From an optimization exercise on the open Yosys and OpenROAD flow, aimed at small area, a short achievable clock period and few clock cycles; shortcuts taken in it are not production practice. At most, simulation tests tie the RTL to the original design; equivalence was not proved. Power is estimated from default activity; no workload was simulated.

Setup of ember:
// pvc_decoder
module pvc_decoder (
    input  wire        clk,
    input  wire        rst,
    input  wire        s_valid,
    output wire        s_ready,
    input  wire [19:0] s_last,
    input  wire [19:0] s_desc,
    input  wire        s_eob,
    input  wire [13:0] s_bits,
    input  wire        b_valid,
    output wire        b_ready,
    input  wire [19:0] b_data,
    output reg         r_valid,
    output reg  [19:0] r_value,
    output reg         v_valid,
    output reg         v_ok,
    output wire [13:0] v_used
);
For scale: about 2400 cells after synthesis, ~240 flip-flops.
export LEC_CHECK = 0
export ABC_AREA = 1
export CAP_MARGIN = 20
export CORE_MARGIN = 2
export CORE_UTILIZATION = 40
export CTS_CLUSTER_SIZE = 24
export SLEW_MARGIN = 20
export SYNTH_HIERARCHICAL = 1
export TNS_END_PERCENT = 5
create_clock -name core_clock -period 12.0 [get_ports {clk}]
standard.sh (not shown) runs the stock make flow with config.mk's settings and CLKGATE_MAP_FILE= SYNTH_SCRIPT=/design/flow/synth_recipe.tcl, a recipe that flattens the netlist after the stock synthesis.
==> flow/flow/run.sh <==
#!/bin/bash
set -euo pipefail
export SETUP_SLACK_MARGIN=8
bash standard.sh > standard_flow.log 2>&1
Testbench counts of ember, summed over its fixed seeds: cycles 31,734.
The following lists how tundra was set up differently from ember:
diff --git a/flow/design.v b/flow/design.v
--- a/flow/design.v
+++ b/flow/design.v
@@ -57,23 +57,24 @@
     reg [13:0] acc;
     assign s_ready = sr;
     assign b_ready = !v[2];
     assign v_used  = acc;
     wire take   = s_valid && sr;
     wire arrive = b_valid && !v[2];
     wire g      = disd ? gd : gn;
     wire dec    = dfull && g;
     wire [59:0] win = {ib[2] ? s2 : 20'd0, ib[1] ? s1 : 20'd0, ib[0] ? s0 : 20'd0};
-    wire [38:0] xa = p[4] ? {12'd0, win[42:16]} : win[38:0];
-    wire [30:0] xb = p[3] ? xa[38:8] : xa[30:0];
-    wire [26:0] xc = p[2] ? xb[30:4] : xb[26:0];
-    wire [24:0] xd = p[1] ? xc[26:2] : xc[24:0];
-    wire [23:0] x  = p[0] ? xd[24:1] : xd[23:0];
+    wire [4:0]  pk = p + (disd ? 5'd4 : (dmode == 3'd3 || dmode == 3'd4) ? 5'd1 : 5'd0);
+    wire [34:0] xa = pk[4] ? {8'd0, win[42:16]} : win[34:0];
+    wire [26:0] xb = pk[3] ? xa[34:8] : xa[26:0];
+    wire [22:0] xc = pk[2] ? xb[26:4] : xb[22:0];
+    wire [20:0] xd = pk[1] ? xc[22:2] : xc[20:0];
+    wire [19:0] x  = pk[0] ? xd[20:1] : xd[19:0];
     wire       isp = (dmode == 3'd3) || (dmode == 3'd4);    
     wire [22:0] wl = {s1[2:0] & {3{ib[1]}}, s0};
     wire [3:0]  L;
     genvar gx, gj;
     generate for (gx = 0; gx < 4; gx = gx + 1) begin : g_l
         wire [19:0] t;
         for (gj = 0; gj < 20; gj = gj + 1) begin : g_j
             assign t[gj] = ph[gj] & wl[gj + gx];
         end
@@ -132,22 +133,22 @@
     wire       phi = st[0];
     wire        bhi = |brem[13:6];
     wire [6:0]  tb  = {1'b0, brem[5:0]} - {2'b0, p};    
     wire s_gt = !bhi && ($signed(tb) < $signed({2'b0, w}));
     wire s_eq = !bhi && (tb == {2'b0, w});
     wire [14:0] dmask;
     generate for (gx = 0; gx < 15; gx = gx + 1) begin : g_mask
         assign dmask[gx] = (L > gx);
     end endgenerate
-    wire [15:0] dsx  = {x[18:4], 1'b0};
+    wire [15:0] dsx  = {x[14:0], 1'b0};
     wire        dsgn = dsx[L];
-    wire [19:0] dext = {{5{dsgn}}, (x[18:4] & dmask) | ({15{dsgn}} & ~dmask)};
-    wire [19:0] y    = disd ? ((L == 4'd0) ? x[23:4] : dext) : (isp ? x[20:1] : x[19:0]);
+    wire [19:0] dext = {{5{dsgn}}, (x[14:0] & dmask) | ({15{dsgn}} & ~dmask)};
+    wire [19:0] y    = (disd && L != 4'd0) ? dext : x;
     reg [4:0] w1_in;
     always @* begin
         case (s_desc[19:17])
             3'd0:    w1_in = 5'd20;
             3'd2:    w1_in = 5'd20 - {1'b0, s_desc[15:12]};
             3'd3:    w1_in = 5'd21;
             default: w1_in = 5'd21 - {1'b0, s_desc[15:12]};
         endcase
     end
## What came out
On via count normalized by instance count: tundra sits above ember.
Area growth from synthesis to layout for tundra is higher than for ember.
Compared with ember, in tundra unique cell type count in the Yosys netlist has increased; part of the power in the clock network has increased; global-route track usage on met2 has increased.
When tundra is set beside ember, its count of non-CTS inverters in the layout turns out to be 8 larger.
Worst setup slack, ember and tundra: higher on ember
Wire length reported by the detailed router: tundra > ember
Compared with ember, in tundra pin slew with the least headroom to its limit increased by 0.059 ns relative to the old numbers, total via count after detailed routing went down.
Compared with ember, tundra shows a lower initial detailed-routing violation count.
No functional check of the RTL was part of tundra.

* * *

Another version of the RTL of pvc_decoder (not shown whole).
For scale: roughly 240 flip-flops, ~120 I/O pins, about 16000 um^2 of cells after synthesis.
export LEC_CHECK = 0
export ABC_AREA = 1
export CAP_MARGIN = 20
export CORE_MARGIN = 2
export CORE_UTILIZATION = 50
export CTS_CLUSTER_DIAMETER = 250
export CTS_CLUSTER_SIZE = 18
export SLEW_MARGIN = 20
export SYNTH_HIERARCHICAL = 1
export TNS_END_PERCENT = 5
create_clock -name core_clock -period 12.0 [get_ports {clk}]
Scripts as last shown in full above: flow/flow/run.sh
==> next run, changes <==
--- a/flow/design.v
+++ b/flow/design.v
@@ -200,25 +200,27 @@
     endfunction
     wire [1:0] g0 = gnext(vs0, allk0);
     wire [1:0] g1 = gnext(vs1, allk1);
     wire [1:0] g_nxt;
     pvc_sel #(2) u_g (.s(arrive), .a(g1), .b(g0), .y(g_nxt));
     wire gd_nxt = g_nxt[1];
     wire gn_nxt = g_nxt[0];
     wire [2:0] gib  = ctx ? 3'b111 : ibsub;
     wire isd_new    = (s_desc[19:17] == 3'd1);
-    wire dstay      = dfull && !dec;
-    wire seld;                        
-    pvc_sel u_seld (.s(take), .a(isd_new), .b(disd), .y(seld));
-    wire g_sel;
-    pvc_sel u_gsel (.s(seld), .a(gd_nxt), .b(gn_nxt), .y(g_sel));
-    wire sr_nxt  = g_sel || (!take && !dstay);
+    wire g_new, g_old;
+    pvc_sel u_gnew (.s(isd_new), .a(gd_nxt), .b(gn_nxt), .y(g_new));
+    pvc_sel u_gold (.s(disd),    .a(gd_nxt), .b(gn_nxt), .y(g_old));
+    wire dstay  = dfull && !dec;
+    wire sr_t1  = g_new;
+    wire sr_t0  = !dstay || g_old;
     wire blk_nxt = !drain_nxt && !(take ? s_eob && gib[2] : dstay && deob && gib[2]);
+    wire sr_nxt;
+    pvc_sel u_sr (.s(take), .a(sr_t1), .b(sr_t0), .y(sr_nxt));
     wire [19:0] z = vy << vsh;
     wire [19:0] r = vadd ? vlast + vy : vkeep ? vlast : z;
     always @(posedge clk) begin
         if (rst) begin
             dfull   <= 1'b0;
             nfirst  <= 1'b1;
             gd      <= 1'b0;
             gn      <= 1'b0;
             sr      <= 1'b1;
Power falls by 8.3%. Synthesized area falls by 0.48%. Register-to-register slack gets worse by 0.09 ns. Global-route usage falls by 0.11 points. Core utilization falls by 0.77 points. Die area falls by 0.47%. Wire length falls by 2.4%. Design area falls by 1.6%. Fmax falls by 3.0%. Clock-buffer cell count falls by 1.
Testbench counts after the change, summed over its fixed seeds: cycles 31,734.
No functional check of the RTL was part of the first run of this note.

port drivers added, routing unchanged:
How much do the figures lean on ideal ports? The routed layouts below were timed once more, with nothing changed but the port constraints.
Step 1: set_driving_cell puts a clkbuf_16 on clk and a buf_2 on each other input, an assumption about the parent block.
Step 2 also shifts input and output timing later by t, the mid clock arrival at the registers, as if the neighbouring blocks saw the same clock.
a / b / c = ideal / step 1 / step 2; a / b = the first two.
run	t, ns	setup WS [ns]	latest minus earliest clock arrival (ns)	worst slew at a driven data input, ns	pins driven straight from the clock port
ember	0.625	7.873 / 7.873 / 7.597	0.034 / 0.035	0.04	1
tundra	0.617	7.752 / 7.752 / 7.537	0.023 / 0.022	0.04	1
the first run of note 2	0.565	7.976 / 7.925 / 7.653	0.045 / 0.044	0.04	1
the second run of note 2	0.558	7.852 / 7.801 / 7.594	0.028 / 0.028	0.04	1
After both steps every run listed still meets setup and hold. The setup slack of the first run of note 2, which loses most, moves by -0.051 ns with the drivers and by -0.323 ns with both steps.
